This is an optimization exercise on Yosys and OpenROAD, whose aim is small area and a short achievable clock period, not a production implementation. In this exercise RTL edits were held to simulation tests only and were not proved equivalent to the original. Power figures rest on the tool's default switching activity, not on a simulated workload.

==> flow/design.v <==
module cvt_narrow (
    input  wire [2:0]  rm,
    input  wire        neg,
    input  wire        n0,
    input  wire [15:0] f,
    input  wire        sticky,
    input  wire [15:0] g,
    output wire        up
);
    wire low     = (f[14:0] != 15'd0) || sticky;
    wire inexact = f[15] || low;
    wire [15:0] g0 = f & g, p0 = f | g;
    wire [7:0]  g1, p1;
    wire [3:0]  g2, p2;
    wire [1:0]  g3, p3;
    genvar i;
    generate
        for (i = 0; i < 8; i = i + 1) begin : l1
            assign g1[i] = g0[2*i+1] | (p0[2*i+1] & g0[2*i]);
            assign p1[i] = p0[2*i+1] & p0[2*i];
        end
        for (i = 0; i < 4; i = i + 1) begin : l2
            assign g2[i] = g1[2*i+1] | (p1[2*i+1] & g1[2*i]);
            assign p2[i] = p1[2*i+1] & p1[2*i];
        end
        for (i = 0; i < 2; i = i + 1) begin : l3
            assign g3[i] = g2[2*i+1] | (p2[2*i+1] & g2[2*i]);
            assign p3[i] = p2[2*i+1] & p2[2*i];
        end
    endgenerate
    wire sr_up = g3[1] | (p3[1] & g3[0]);
    assign up = rm[2] ? sr_up :
                rm[1] ? (inexact && (rm[0] ^ neg)) :
                        (!rm[0] && f[15] && (low || n0));
endmodule
module cvt_lane (
    input  wire        clk,
    input  wire [31:0] x,
    input  wire [15:0] g,
    input  wire [2:0]  fmt,       
    input  wire        denorm,
    input  wire [2:0]  rm_q,      
    output reg  [15:0] res,
    output reg         ovf,
    output reg         flushed,
    output reg         nan_lost
);
    wire [7:0]  e1 = x[30:23];
    wire        e1_zero = (e1 == 8'h00);
    wire a_e2 = fmt[2];
    wire a_bf = !fmt[2] && (fmt[1:0] == 2'd0);
    wire a_fp = !fmt[2] && (fmt[1:0] == 2'd1);
    wire a_e4 = !fmt[2] && (fmt[1:0] == 2'd2);
    wire a_e5 = !fmt[2] && (fmt[1:0] == 2'd3);
    wire a_keep = denorm || a_e2;                    
    wire lo_fp = (e1 < 8'd113);                      
    wire lo_e4 = (e1 < 8'd121);
    wire lo_e2 = (e1 < 8'd127);
    wire sb_fp = a_keep && a_fp && lo_fp;
    wire sb_e5 = a_keep && a_e5 && lo_fp;
    wire sb_e4 = a_keep && a_e4 && lo_e4;
    wire sb_e2 = a_e2 && lo_e2;
    wire shsub = sb_fp || sb_e5 || sb_e4 || sb_e2;
    wire [4:0] d_fp = 5'd17 - e1[4:0];
    wire [4:0] d_e5 = 5'd25 - e1[4:0];
    wire [4:0] d_e4 = 5'd0  - e1[4:0];
    wire [4:0] d_e2 = 5'd8  - e1[4:0];
    wire [4:0] tsel = ({5{sb_fp}} & d_fp) | ({5{sb_e5}} & d_e5) |
                      ({5{sb_e4}} & d_e4) | ({5{sb_e2}} & d_e2) |
                      ({5{a_bf}} & 5'd3) |
                      ({5{a_e5 && !sb_e5}} & 5'd8) |
                      ({5{a_e4 && !sb_e4}} & 5'd7) |
                      ({5{a_e2 && !sb_e2}} & 5'd9);
    wire       tbig = (sb_fp && (e1 < 8'd82)) || (sb_e5 && (e1 < 8'd90)) ||
                      (sb_e4 && (e1 < 8'd97)) || (sb_e2 && (e1 < 8'd105));
    reg        s;
    reg [7:0]  e;
    reg [23:0] sig;
    reg [4:0]  t;
    reg        tsat, sub;
    reg [15:0] gq;
    reg        f_bf, f_fp, f_e4, f_e5, dn;
    always @(posedge clk) begin
        f_bf     <= a_bf;
        f_fp     <= a_fp;
        f_e4     <= a_e4;
        f_e5     <= a_e5;
        dn       <= denorm;
    end
    wire       f_e2     = !(f_bf || f_fp || f_e4 || f_e5);
    wire       keep_sub = dn || f_e2;
    always @(posedge clk) begin
        s    <= x[31];
        e    <= e1;
        sig  <= {!e1_zero, x[22:0]};
        t    <= tsel;
        tsat <= tbig;
        sub  <= shsub || e1_zero;
        gq   <= g;
    end
    wire [2:0]  rm = rm_q;
    wire [22:0] m  = sig[22:0];
    wire [7:0]  ee = e;
    wire e_zero  = !sig[23];
    wire e_ones  = (e == 8'hFF);
    wire m_zero  = (m == 23'd0);
    wire is_nan  = e_ones && !m_zero;
    wire is_inf  = e_ones && m_zero;
    wire is_zero = e_zero && m_zero;
    wire in_flush = e_zero && !m_zero && !dn;        
    wire [26:0] a0 = {sig, 3'b000};
    wire [26:0] a1 = t[0] ? {1'b0,  a0[26:1]}  : a0;
    wire [26:0] a2 = t[1] ? {2'b0,  a1[26:2]}  : a1;
    wire [26:0] a3 = t[2] ? {4'b0,  a2[26:4]}  : a2;
    wire [26:0] a4 = t[3] ? {8'b0,  a3[26:8]}  : a3;
    wire [26:0] a5 = t[4] ? {16'b0, a4[26:16]} : a4;
    wire sticky = tsat || (t[0] && a0[0]) || (t[1] && (a1[1:0] != 2'd0)) ||
                  (t[2] && (a2[3:0] != 4'd0)) || (t[3] && (a3[7:0] != 8'd0)) ||
                  (t[4] && (a4[15:0] != 16'd0));
    wire [26:0] z = tsat ? 27'd0 : a5;
    wire [10:0] n = z[26:16];
    wire [15:0] f = z[15:0];
    wire up;
    cvt_narrow u_rnd (.rm(rm), .neg(s), .n0(n[0]), .f(f), .sticky(sticky), .g(gq), .up(up));
    wire [7:0] ebf = sub ? 8'd0 :
                     f_bf ? ee :
                     (f_fp || f_e5) ? {3'd0, ~ee[4], ee[3:0]} :
                     f_e4 ? {4'd0, ~ee[3], ee[2:0]} :
                            {6'd0, ~ee[1], ee[0]};
    reg [14:0] body;
    always @* begin
        case (1'b1)
            f_bf:    body = {ebf[7:0], n[6:0]};
            f_fp:    body = {ebf[4:0], n[9:0]};
            f_e4:    body = {8'd0, ebf[3:0], n[2:0]};
            f_e5:    body = {8'd0, ebf[4:0], n[1:0]};
            default: body = {12'd0, ebf[1:0], n[0]};
        endcase
    end
    reg  [14:0] pre;                                 
    integer k;
    always @* begin
        pre[0] = 1'b1;
        for (k = 1; k < 15; k = k + 1)
            pre[k] = pre[k-1] && body[k-1];
    end
    wire [14:0] rbody = body ^ (pre & {15{up}});
    wire ones = f_bf ? pre[7] : f_fp ? pre[10] : f_e4 ? pre[3] : f_e5 ? pre[2] : pre[1];
    wire c = up && ones;
    reg ov_big, ov_edge;
    always @* begin
        case (1'b1)
            f_bf:    begin ov_big = 1'b0;          ov_edge = (ee == 8'd254) && c; end
            f_fp,
            f_e5:    begin ov_big = (ee >= 8'd143); ov_edge = (ee == 8'd142) && c; end
            f_e4:    begin ov_big = (ee >= 8'd136);
                           ov_edge = (ee == 8'd135) && ((n[2:0] == 3'd7) || ((n[2:0] == 3'd6) && up)); end
            default: begin ov_big = (ee >= 8'd130); ov_edge = (ee == 8'd129) && c; end
        endcase
    end
    wire over = !e_zero && (ov_big || ov_edge);
    reg fl_lo, fl_edge;
    always @* begin
        case (1'b1)
            f_fp, f_e5: begin fl_lo = (ee < 8'd112); fl_edge = (ee == 8'd112); end
            f_e4:       begin fl_lo = (ee < 8'd120); fl_edge = (ee == 8'd120); end
            default:    begin fl_lo = 1'b0;          fl_edge = 1'b0; end
        endcase
    end
    wire tiny_zero = keep_sub ? (sub && (n[9:0] == 10'd0) && !up)
                              : (fl_lo || (fl_edge && !c));
    wire fin     = !e_ones;
    wire over_f  = fin && over;
    wire k_zero  = is_zero || in_flush || (fin && tiny_zero);
    wire k_const = e_ones || over_f;
    wire inf_res = rm[2] || (rm[1:0] == 2'd0) || (rm[1] && (rm[0] ^ s));
    wire to_inf  = is_inf || inf_res;
    reg [14:0] cm;
    always @* begin
        case (1'b1)
            f_bf:    cm = is_nan ? 15'h7FC0 : to_inf ? 15'h7F80 : 15'h7F7F;
            f_fp:    cm = is_nan ? 15'h7E00 : to_inf ? 15'h7C00 : 15'h7BFF;
            f_e4:    cm = is_nan ? 15'h007F : 15'h007E;
            f_e5:    cm = is_nan ? 15'h007E : to_inf ? 15'h007C : 15'h007B;
            default: cm = is_nan ? 15'h0000 : 15'h0007;
        endcase
    end
    wire [14:0] mag = k_const ? cm : (rbody & {15{!k_zero}});
    wire s8 = f_e4 || f_e5;
    always @* begin
        res[15]   = s && (f_bf || f_fp);
        res[14:8] = mag[14:8];
        res[7]    = s8 ? s : mag[7];
        res[6:4]  = mag[6:4];
        res[3]    = f_e2 ? (s && !is_nan) : mag[3];
        res[2:0]  = mag[2:0];
        ovf       = is_inf || (over_f && (rm != 3'd1));
        flushed   = in_flush || (fin && !is_zero && tiny_zero);
        nan_lost  = is_nan && f_e2;
    end
endmodule
module cvtn_slice #(
    parameter LANES = 4
) (
    input  wire                 clk,
    input  wire                 rst_n,
    input  wire                 in_valid,
    input  wire [2:0]           in_fmt,
    input  wire [2:0]           in_rm,
    input  wire                 in_denorm,
    input  wire [32*LANES-1:0]  in_x,
    input  wire [16*LANES-1:0]  in_g,
    output reg                  out_valid,
    output reg  [16*LANES-1:0]  out_res,
    output reg  [LANES-1:0]     out_ovf,
    output reg  [LANES-1:0]     out_flushed,
    output reg  [LANES-1:0]     out_nan_lost
);
    reg       v_q;
    reg [2:0] rm_q;
    always @(posedge clk) begin
        if (!rst_n) v_q <= 1'b0;
        else        v_q <= in_valid;
        rm_q     <= in_rm;
    end
    wire [16*LANES-1:0] res;
    wire [LANES-1:0]    ovf, flushed, nan_lost;
    genvar l;
    generate
        for (l = 0; l < LANES; l = l + 1) begin : g_lane
            cvt_lane u_lane (
                .clk(clk),
                .x(in_x[32*l +: 32]), .g(in_g[16*l +: 16]),
                .fmt(in_fmt), .denorm(in_denorm),
                .rm_q(rm_q),
                .res(res[16*l +: 16]), .ovf(ovf[l]), .flushed(flushed[l]),
                .nan_lost(nan_lost[l]));
        end
    endgenerate
    always @(posedge clk) begin
        if (!rst_n) out_valid <= 1'b0;
        else        out_valid <= v_q;
        out_res      <= res;
        out_ovf      <= ovf;
        out_flushed  <= flushed;
        out_nan_lost <= nan_lost;
    end
endmodule
Settings: LEC_CHECK=0, ABC_AREA=1, CAP_MARGIN=20, CORE_MARGIN=2, CORE_UTILIZATION=45, CTS_BUF_LIST=sky130_fd_sc_hd__clkbuf_16, CTS_CLUSTER_DIAMETER=100, CTS_CLUSTER_SIZE=30, PLACE_DENSITY=0.6, SETUP_SLACK_MARGIN=5, SLEW_MARGIN=20; clock period 12.0 ns.
standard.sh (not shown) runs the stock make flow with config.mk's settings and CLKGATE_MAP_FILE= SYNTH_SCRIPT=/design/flow/synth_recipe.tcl, a recipe that flattens the netlist after the stock synthesis.
==> flow/flow/run.sh <==
#!/bin/bash
set -euo pipefail
export BUFFER_PORTS_ARGS="-buffer_cell sky130_fd_sc_hd__buf_1"
bash standard.sh SETUP_SLACK_MARGIN=8.6 finish > standard_finish.log 2>&1
Then changed:
==> flow/flow/run.sh (replaced) <==
#!/bin/bash
set -euo pipefail
export BUFFER_PORTS_ARGS="-buffer_cell sky130_fd_sc_hd__buf_1"
bash standard.sh SETUP_SLACK_MARGIN=8.5 finish > standard_finish.log 2>&1
=>
- non-clock buffer count falls by 51
- count of clock-buffer cells in the layout does not change
- routed wire length falls by 1.3%
- combinational power falls by about 9%
- design area falls by 5.8%
- clock power rises by about 3.3%
- global-route usage stays flat
- register-to-register slack loses 0.04 ns
- die area does not change
- final cell count falls by about 1.3%
- clock skew is about the same
Then changed:
--- a/flow/config.mk
+++ b/flow/config.mk
@@ -9,9 +9,9 @@
 export CAP_MARGIN = 20
 export CORE_MARGIN = 2
-export CORE_UTILIZATION = 45
+export CORE_UTILIZATION = 40
 export CTS_BUF_LIST = sky130_fd_sc_hd__clkbuf_16
 export CTS_CLUSTER_DIAMETER = 100
 export CTS_CLUSTER_SIZE = 30
-export PLACE_DENSITY = 0.6
+export PLACE_DENSITY = 0.55
 export SETUP_SLACK_MARGIN = 5
 export SLEW_MARGIN = 20
Effect: Total power grows by a few percent. Register-to-register slack loses 0.06 ns. Wire length increases by a few percent. Utilization goes down by 5.0 points.

[afterwards: timing with drivers on the ports]
How much do the figures lean on ideal ports? The routed layouts below were timed once more, with nothing changed but the port constraints. Step 1 assumes that a clkbuf_16 drives the clock port and a buf_2 every other input. Step 2, shift: input delay + t, output delay - t, t = (earliest + latest rising clock arrival at the registers) / 2. This alone moves slack from input paths to output paths. Three values: no drivers, after step 1, after step 2; two values: the first two.
run	t (ns)	slack for setup (ns)	pins driven straight from the clock port
the first run	0.609	8.537 / 8.476 / 8.043	1
the second run	0.605	8.536 / 8.475 / 7.977	1
the third run	0.623	8.520 / 8.460 / 8.015	1
After both steps every run listed still meets setup and hold. For the second run, which loses most, drivers alone change the setup slack by -0.061 ns; drivers and shift together by -0.559 ns.
